Background: an optimization exercise with open tools, aiming at small area, a short achievable clock period and few clock cycles per item. Do not read the settings as production practice.
The RTL was checked by simulation tests, not by an equivalence proof against the original design.
Power and IR drop assume default switching activity.

red:
## mdu36
module mdu36 (
    input  wire        clk,
    input  wire        rst,
    input  wire        start,
    input  wire [3:0]  op,
    input  wire        ctm,
    input  wire [35:0] a,
    input  wire [35:0] b,
    input  wire [71:0] c,
    output wire        ready,
    output reg         done,
    output wire [35:0] result,
    output wire [35:0] result_hi,
    output reg         dz,
    output reg         ovf,
    output reg         trap
);
    reg         busy;
    assign ready = ~busy;
    wire        acc = start & ~busy;
    wire in_mul    = ~op[3];
    wire in_msgn   = (op == 4'd1) | (op == 4'd2) | (op == 4'd4);
    wire in_mac    = (op == 4'd4) | (op == 4'd5);
    wire in_mulq   = (op == 4'd1);
    wire in_sqrt   = (op[3:1] == 3'b111);
    wire in_signed = op[3] & ~op[0] & ~(op[2] & op[1]);        
    wire in_trapop = op[3] & op[2] & ~op[1];                   
    wire in_rem    = op[3] & ~op[2] & op[1];                   
    wire [37:0] mx = {{2{in_msgn & a[35]}}, a};           
    wire [38:0] my = {{2{in_msgn & b[35]}}, b, 1'b0};     
    wire [18:0] bone, btwo, bneg;
    genvar gj;
    generate
  ...
Size in the first run: roughly 7300 cells after synthesis, about 230 I/O pins, ~65000 µm² of cells after synthesis.
export LEC_CHECK = 0
export CAP_MARGIN = 20
export CORE_MARGIN = 2
export CORE_UTILIZATION = 40
export PLACE_DENSITY = 0.75
export SETUP_SLACK_MARGIN = 5
export SLEW_MARGIN = 20
create_clock -name core_clock -period 13.0 [get_ports {clk}]
run.sh (not shown) runs the stock make flow with config.mk's settings and CLKGATE_MAP_FILE= SYNTH_SCRIPT=/design/flow/synth_recipe.tcl, a recipe that flattens the netlist after the stock synthesis.
red | stages: all done | timing, DRC, antenna: all pass
Testbench counts of red, summed over its fixed seeds: cycles 24,010, ops 16,000.
diff inputs: red => blue
Settings: removing PLACE_DENSITY (formerly 0.75); setting TNS_END_PERCENT to 0 for the first time.
### Flow results
No stage failed in blue, and the final checks on the layout all came back clean. Shortest period the worst path allows for blue is higher than for red. Compared to red, blue has synthesis-to-layout area growth 2.6 points lower. When blue is set beside red, its global-route usage turns out to be 0.70 points larger. On share of power burned in registers, red and blue are basically level. Slack of the worst reg-to-reg path | blue below red. blue vs red: footprint of the multi-input gates down slightly. The run showing the smaller routed wire length is red.
Modified inputs, green compared to blue
Settings: clearing TNS_END_PERCENT, which used to be 0.
==> flow/flow/run.sh (new file) <==
#!/bin/bash
set -euo pipefail
bash standard.sh BUFFER_PORTS_ARGS="-buffer_cell sky130_fd_sc_hd__buf_4" SETUP_SLACK_MARGIN=5.5 finish > standard_flow.log 2>&1
==> flow/standard.sh (new file) <==
#!/bin/bash
# synth_recipe.tcl (not shown) runs the flow's synth.tcl, then flattens the netlist and writes it again
# the make line also repeats each setting of config.mk as NAME=value (left out here)
make -C /OpenROAD-flow-scripts/flow DESIGN_CONFIG=/design/flow/config.mk WORK_HOME=/design/flow/orfs CLKGATE_MAP_FILE= SYNTH_SCRIPT=/design/flow/synth_recipe.tcl "${@:-finish}"
removed: flow/run.sh
### Flow results
- For first-iteration DRC count, green and blue come out practically identical.
- blue vs green, capturing element of the worst setup path: result[26] vs dr[19]$_DFFE_PP_
- Compared with blue, in green core utilization of the finished layout climbed 1.7 points; wire length of the first global-routing pass dropped 0.57%.
- When green is set beside blue, its fraction of standard cell area in multi-input logic turns out to be 0.69 points smaller.
- Status: clock-pin slew of the registers on the worst-case setup and hold paths parity (green, blue)
- [compare] base=blue new=green: instance count on the critical path now sits higher; number of buffers other than clock buffers in the final layout shows an increase of about 30%.
For orange, these inputs were changed with respect to green:
Settings: setting TNS_END_PERCENT to 20 for the first time.
==> flow/run.sh (new file) <==
#!/bin/bash
# synth_recipe.tcl (not shown) runs the flow's synth.tcl, then flattens the netlist and writes it again
# the make line also repeats each setting of config.mk as NAME=value (left out here)
make -C /OpenROAD-flow-scripts/flow DESIGN_CONFIG=/design/flow/config.mk WORK_HOME=/design/flow/orfs CLKGATE_MAP_FILE= SYNTH_SCRIPT=/design/flow/synth_recipe.tcl finish
removed: flow/flow/run.sh
removed: flow/standard.sh
Notes after the runs:
orange finished end to end and its layout was clean on timing, DRC and antenna.
Summary of orange over green: cell count saw a decrease; switching component of the power now sits lower.
Sort orange and green by non-clock buffer count, ascending, and orange comes first.
Number of buffers created by CTS, orange vs green: down by a few percent

========
mdu36 again, from the RTL that the note above started with.
// mdu36
module mdu36 (
    input  wire        clk,
    input  wire        rst,
    input  wire        start,
    input  wire [3:0]  op,
    input  wire        ctm,
    input  wire [35:0] a,
    input  wire [35:0] b,
    input  wire [71:0] c,
    output wire        ready,
    output reg         done,
    output wire [35:0] result,
    output wire [35:0] result_hi,
    output reg         dz,
    output reg         ovf,
    output reg         trap
);
Settings: LEC_CHECK=0, CAP_MARGIN=20, CORE_MARGIN=2, CORE_UTILIZATION=40, SETUP_SLACK_MARGIN=5, SLEW_MARGIN=20; clock period 13.0 ns.
Stock flow here: none of the scripts above is used.
Testbench counts at the start, summed over its fixed seeds: cycles 24,010, ops 16,000.
Edit:
- CORE_UTILIZATION: 40 -> 35
=> The changed run ran to the end with no violations; worst setup slack loses 170 ps; clock skew fell by 23 ps; final area increases by about 0.7%; cell count rose by about 3%; total power barely changes; worst hold slack barely changes; maximum frequency is lower by 2.1%; synthesized cell count stays the same; core utilization drops by 5.4 points; non-clock buffer count is lower by 13.
Edit:
- CORE_UTILIZATION: 35 -> 40
- GPL_ROUTABILITY_DRIVEN: not set -> 0
First-iteration DRC count is higher by roughly a tenth.
Count of clock-buffer cells in the layout is higher by 4.
Synthesized cell count stays the same.
Cell count goes down by a few percent.
Edit:
- CORE_UTILIZATION: 40 -> 55
- GPL_ROUTABILITY_DRIVEN: 0 -> not set
Area after synthesis stays the same.
Total power went down by 2.8%.
Utilization went up by 18 points.
Sequential power hardly moves.
First-iteration DRC count went up by 13%.

========
Starting RTL as in the previous note.
export LEC_CHECK = 0
export CAP_MARGIN = 20
export CORE_MARGIN = 2
export CORE_UTILIZATION = 40
export SETUP_SLACK_MARGIN = 5
export SLEW_MARGIN = 20
create_clock -name core_clock -period 13.0 [get_ports {clk}]
standard.sh (not shown) runs the stock make flow with config.mk's settings and CLKGATE_MAP_FILE= SYNTH_SCRIPT=/design/flow/synth_recipe.tcl, a recipe that flattens the netlist after the stock synthesis.
==> flow/flow/run.sh <==
#!/bin/bash
set -euo pipefail
bash standard.sh BUFFER_PORTS_ARGS="-buffer_cell sky130_fd_sc_hd__buf_2" finish > standard_flow.log 2>&1
The starting point completed with no timing, DRC or antenna violations.
Testbench counts at the start, summed over its fixed seeds: cycles 24,010, ops 16,000.
Edit:
==> flow/flow/run.sh (replaced) <==
#!/bin/bash
set -euo pipefail
bash standard.sh BUFFER_PORTS_ARGS="-buffer_cell sky130_fd_sc_hd__buf_2" SETUP_SLACK_MARGIN=5.5 finish > standard_flow.log 2>&1
The changed run completed with no timing, DRC or antenna violations. Utilization came out higher by 2.0 points. Synthesized cell count stays the same. Area after synthesis is unchanged.

-- afterwards: timing with drivers on the ports --
How much do the figures lean on ideal ports? The routed layouts below were timed once more, with nothing changed but the port constraints.
Step 1 assumes that a clkbuf_16 drives the clock port and a buf_2 every other input.
Step 2 also shifts input and output timing later by t, the mid clock arrival at the registers, as if the neighbouring blocks saw the same clock.
a / b / c = ideal / step 1 / step 2; a / b = the first two.
| run | t, ns | slack for setup (ns) | worst register clock-pin slew, ns | cell pins on the clock port's net |
|---|---|---|---|---|
| red | 0.747 | 4.877 / 4.799 / 4.454 | 0.07 / 0.07 | 1 |
| blue | 0.744 | 4.635 / 4.552 / 4.216 | 0.09 / 0.09 | 1 |
| green | 0.760 | 5.371 / 5.371 / 4.887 | 0.10 / 0.10 | 1 |
| orange | 0.746 | 4.671 / 4.589 / 4.240 | 0.09 / 0.09 | 1 |
| the first run of note 2 | 0.746 | 5.110 / 5.026 / 4.444 | 0.09 / 0.09 | 1 |
| the second run of note 2 | 0.750 | 4.941 / 4.855 / 4.411 | 0.07 / 0.07 | 1 |
| the third run of note 2 | 0.728 | 5.031 / 4.949 / 4.427 | 0.08 / 0.08 | 1 |
| the fourth run of note 2 | 0.722 | 4.992 / 4.907 / 4.452 | 0.07 / 0.07 | 1 |
| the first run of note 3 | 0.780 | 5.011 / 4.939 / 4.556 | 0.10 / 0.10 | 1 |
| the second run of note 3 | 0.748 | 5.373 / 5.292 / 4.870 | 0.08 / 0.08 | 1 |
After both steps every run listed still meets setup and hold. For the first run of note 2, which loses most, drivers alone change the setup slack by -0.084 ns; drivers and shift together by -0.666 ns.
